Context: an optimization exercise on an open-source flow, tuned for small area, a short achievable clock period and few clock cycles per item. The choices shown serve that exercise and are no tape-out recipe. The RTL was checked by simulation tests, not by an equivalence proof against the original design.

## sx12_fir
module sx12_fir (
    input  wire        clk,
    input  wire        rst,           
    input  wire [4:0]  cfg_taps,      
    input  wire [4:0]  cfg_dec,       
    input  wire        coef_we,       
    input  wire [4:0]  coef_tap,
    input  wire [31:0] coef_val,
    input  wire [4:0]  coef_shift,
    input  wire        in_valid,
    output wire        in_ready,
    input  wire [31:0] in_data,
    output reg         out_valid,
    output reg  [31:0] out_data,
    output reg         out_sat
);
    reg  [4:0]  taps_r, dec_r;
    reg         we_r;
    reg  [4:0]  wtap_r, wsh_r;
    reg  [31:0] wval_r;
    reg         v_r;              
    reg  [31:0] x_r;              
    reg         ir;               
    reg         rst_r;            
    assign in_ready = ir;
    always @(posedge clk) begin
        taps_r <= cfg_taps;
        dec_r  <= cfg_dec;
        we_r   <= coef_we;
        wtap_r <= coef_tap;
        wsh_r  <= coef_shift;
        wval_r <= coef_val;
        x_r    <= in_data;
        v_r    <= in_valid & ir & ~rst;
        rst_r  <= rst;
    end
    reg  [31:0] hmem0 [0:7];
    reg  [31:0] hmem1 [0:7];
    reg  [31:0] hmem2 [0:7];
    reg  [31:0] hmem3 [0:7];
    reg  [31:0] cmem0 [0:7];
    reg  [31:0] cmem1 [0:7];
    reg  [31:0] cmem2 [0:7];
    reg  [31:0] cmem3 [0:7];
    reg  [4:0]  smem0 [0:7];
    reg  [4:0]  smem1 [0:7];
    reg  [4:0]  smem2 [0:7];
    reg  [4:0]  smem3 [0:7];
    reg  [4:0]  wptr;             
    always @(posedge clk) begin
        if (v_r) begin
            case (wptr[1:0])
                2'd0: hmem0[wptr[4:2]] <= x_r;
                2'd1: hmem1[wptr[4:2]] <= x_r;
                2'd2: hmem2[wptr[4:2]] <= x_r;
                default: hmem3[wptr[4:2]] <= x_r;
            endcase
        end
        if (we_r) begin
            case (wtap_r[1:0])
                2'd0: begin cmem0[wtap_r[4:2]] <= wval_r; smem0[wtap_r[4:2]] <= wsh_r; end
                2'd1: begin cmem1[wtap_r[4:2]] <= wval_r; smem1[wtap_r[4:2]] <= wsh_r; end
                2'd2: begin cmem2[wtap_r[4:2]] <= wval_r; smem2[wtap_r[4:2]] <= wsh_r; end
                default: begin cmem3[wtap_r[4:2]] <= wval_r; smem3[wtap_r[4:2]] <= wsh_r; end
            endcase
        end
    end
    reg  [4:0]  phase;            
    reg         plast;            
    reg  [4:0]  nsamp;            
  ...
clock: 14.0 ns
lec_check: 0
abc_area: 1
cap_margin: 20
core_margin: 2
core_utilization: 50
slew_margin: 20
standard.sh (not shown) runs the stock make flow with config.mk's settings and CLKGATE_MAP_FILE= SYNTH_SCRIPT=/design/flow/synth_recipe.tcl, a recipe that flattens the netlist after the stock synthesis.
==> flow/flow/run.sh <==
#!/bin/bash
set -euo pipefail
bash standard.sh SETUP_SLACK_MARGIN=9.6 finish > standard_flow.log 2>&1
Testbench counts at the start, summed over its fixed seeds: cycles 11,928, items 1,440.
Change:
--- a/flow/design.v
+++ b/flow/design.v
@@ -63,19 +63,19 @@
                 2'd2: begin cmem2[wtap_r[4:2]] <= wval_r; smem2[wtap_r[4:2]] <= wsh_r; end
                 default: begin cmem3[wtap_r[4:2]] <= wval_r; smem3[wtap_r[4:2]] <= wsh_r; end
             endcase
         end
     end
     reg  [4:0]  phase;            
     reg         plast;            
     reg  [4:0]  nsamp;            
     reg         act;              
-    reg  [1:0]  xs0, xs1, xs2, xs3;    
+    reg  [1:0]  a_beta;           
     reg  [2:0]  ha0, ha1, ha2, ha3;    
     reg  [4:0]  a_kmax;           
     reg  [2:0]  a_g;              
     reg         pnd;              
     reg  [4:0]  p_base, p_kmax;
     wire [2:0]  glast  = taps_r[4:2];             
     wire [3:0]  gsteps = {1'b0, glast} + 4'd1;    
     wire        nj      = v_r & plast;
     wire [4:0]  nj_kmax = (nsamp < taps_r) ? nsamp : taps_r;
@@ -121,31 +121,29 @@
                     pnd    <= 1'b1;
                     p_base <= wptr;
                     p_kmax <= nj_kmax;
                 end
             end else begin
                 act    <= pnd | nj;
                 pnd    <= pnd & nj;
                 p_base <= wptr;
                 p_kmax <= nj_kmax;
-                xs0    <= s_base[1:0];
-                xs1    <= s_base[1:0] - 2'd1;
-                xs2    <= s_base[1:0] - 2'd2;
-                xs3    <= s_base[1:0] - 2'd3;
+                a_beta <= s_base[1:0];
                 a_kmax <= s_kmax;
                 a_g    <= glast;
                 ha0    <= s_hb;
                 ha1    <= s_hb - {2'd0, (s_base[1:0] < 2'd1)};
                 ha2    <= s_hb - {2'd0, (s_base[1:0] < 2'd2)};
                 ha3    <= s_hb - {2'd0, (s_base[1:0] < 2'd3)};
             end
         end
     end
+    wire [1:0]  beta = a_beta;
     wire [31:0] hb0  = hmem0[ha0];
     wire [31:0] hb1  = hmem1[ha1];
     wire [31:0] hb2  = hmem2[ha2];
     wire [31:0] hb3  = hmem3[ha3];
     reg  [31:0] cp0, cp1, cp2, cp3;       
     reg  [31:0] rc0, rc1, rc2, rc3;       
     reg  [33:0] r3c0, r3c1, r3c2, r3c3;   
     reg  [54:0] rd0, rd1, rd2, rd3;       
     reg  [4:0]  rs0, rs1, rs2, rs3;
@@ -192,22 +190,22 @@
         end
     endfunction
     wire [4:0]  k0 = {a_g, 2'd0};
     wire        ok0 = (k0 <= a_kmax);
     wire        ok1 = ((k0 | 5'd1) <= a_kmax);
     wire        ok2 = ((k0 | 5'd2) <= a_kmax);
     wire        ok3 = ((k0 | 5'd3) <= a_kmax);
     wire [2:0]  g_next = next_done ? glast : a_g - 3'd1;
     always @(posedge clk) begin
-        rd0  <= booth8(pick(xs0, hb0, hb1, hb2, hb3), ok0);
-        rd1  <= booth8(pick(xs1, hb0, hb1, hb2, hb3), ok1);
-        rd2  <= booth8(pick(xs2, hb0, hb1, hb2, hb3), ok2);
-        rd3  <= booth8(pick(xs3, hb0, hb1, hb2, hb3), ok3);
+        rd0  <= booth8(pick(beta,        hb0, hb1, hb2, hb3), ok0);
+        rd1  <= booth8(pick(beta - 2'd1, hb0, hb1, hb2, hb3), ok1);
+        rd2  <= booth8(pick(beta - 2'd2, hb0, hb1, hb2, hb3), ok2);
+        rd3  <= booth8(pick(beta - 2'd3, hb0, hb1, hb2, hb3), ok3);
         cp0  <= cmem0[g_next];
         cp1  <= cmem1[g_next];
         cp2  <= cmem2[g_next];
         cp3  <= cmem3[g_next];
         rc0  <= cp0;
         rc1  <= cp1;
         rc2  <= cp2;
         rc3  <= cp3;
         r3c0 <= triple(cp0);
First-iteration DRC count goes down by a few percent.
Core utilization stays flat.
Area after synthesis barely changes.
Design area is about the same.
Non-clock buffer count goes down by 28.
Setup slack is better by 0.046 ns.
Sequential share of layout area barely changes.
Wire length goes down by a few percent.
Flip-flop and latch count goes down by 4.
Worst hold slack is better by 0.0079 ns.
Testbench counts after the change, summed over its fixed seeds: cycles 11,928, items 1,440.

## port drivers added, routing unchanged
The results above use ideal ports. As a check the final layouts listed here were re-extracted and re-timed, cells and wires unchanged. Step 1 (the two cells are an assumption about what drives the block):
set clk [get_ports {clk}]
set_driving_cell -lib_cell sky130_fd_sc_hd__clkbuf_16 $clk
set_driving_cell -lib_cell sky130_fd_sc_hd__buf_2 [delete_from_list [all_inputs] $clk]
Step 2 moves the port delays by t, midway between the first and last clock arrival at a register: inputs arrive t later, outputs are due t later. That takes back most of the time a late clock gives input paths. a / b / c = ideal ports / drivers / drivers and shift; a / b = the first two.
| run | t, ns | slack for setup (ns) | hold WS [ns] | worst setup path after step 2 | slew at the worst register clock pin (ns) |
|---|---|---|---|---|---|
| the first run | 1.159 | 9.523 / 9.504 / 9.523 | 0.323 / 0.323 / 0.323 | register to register | 0.07 / 0.07 |
| the second run | 1.138 | 9.569 / 9.536 / 9.569 | 0.331 / 0.331 / 0.331 | register to register | 0.09 / 0.09 |
After both steps every run listed still meets setup and hold.
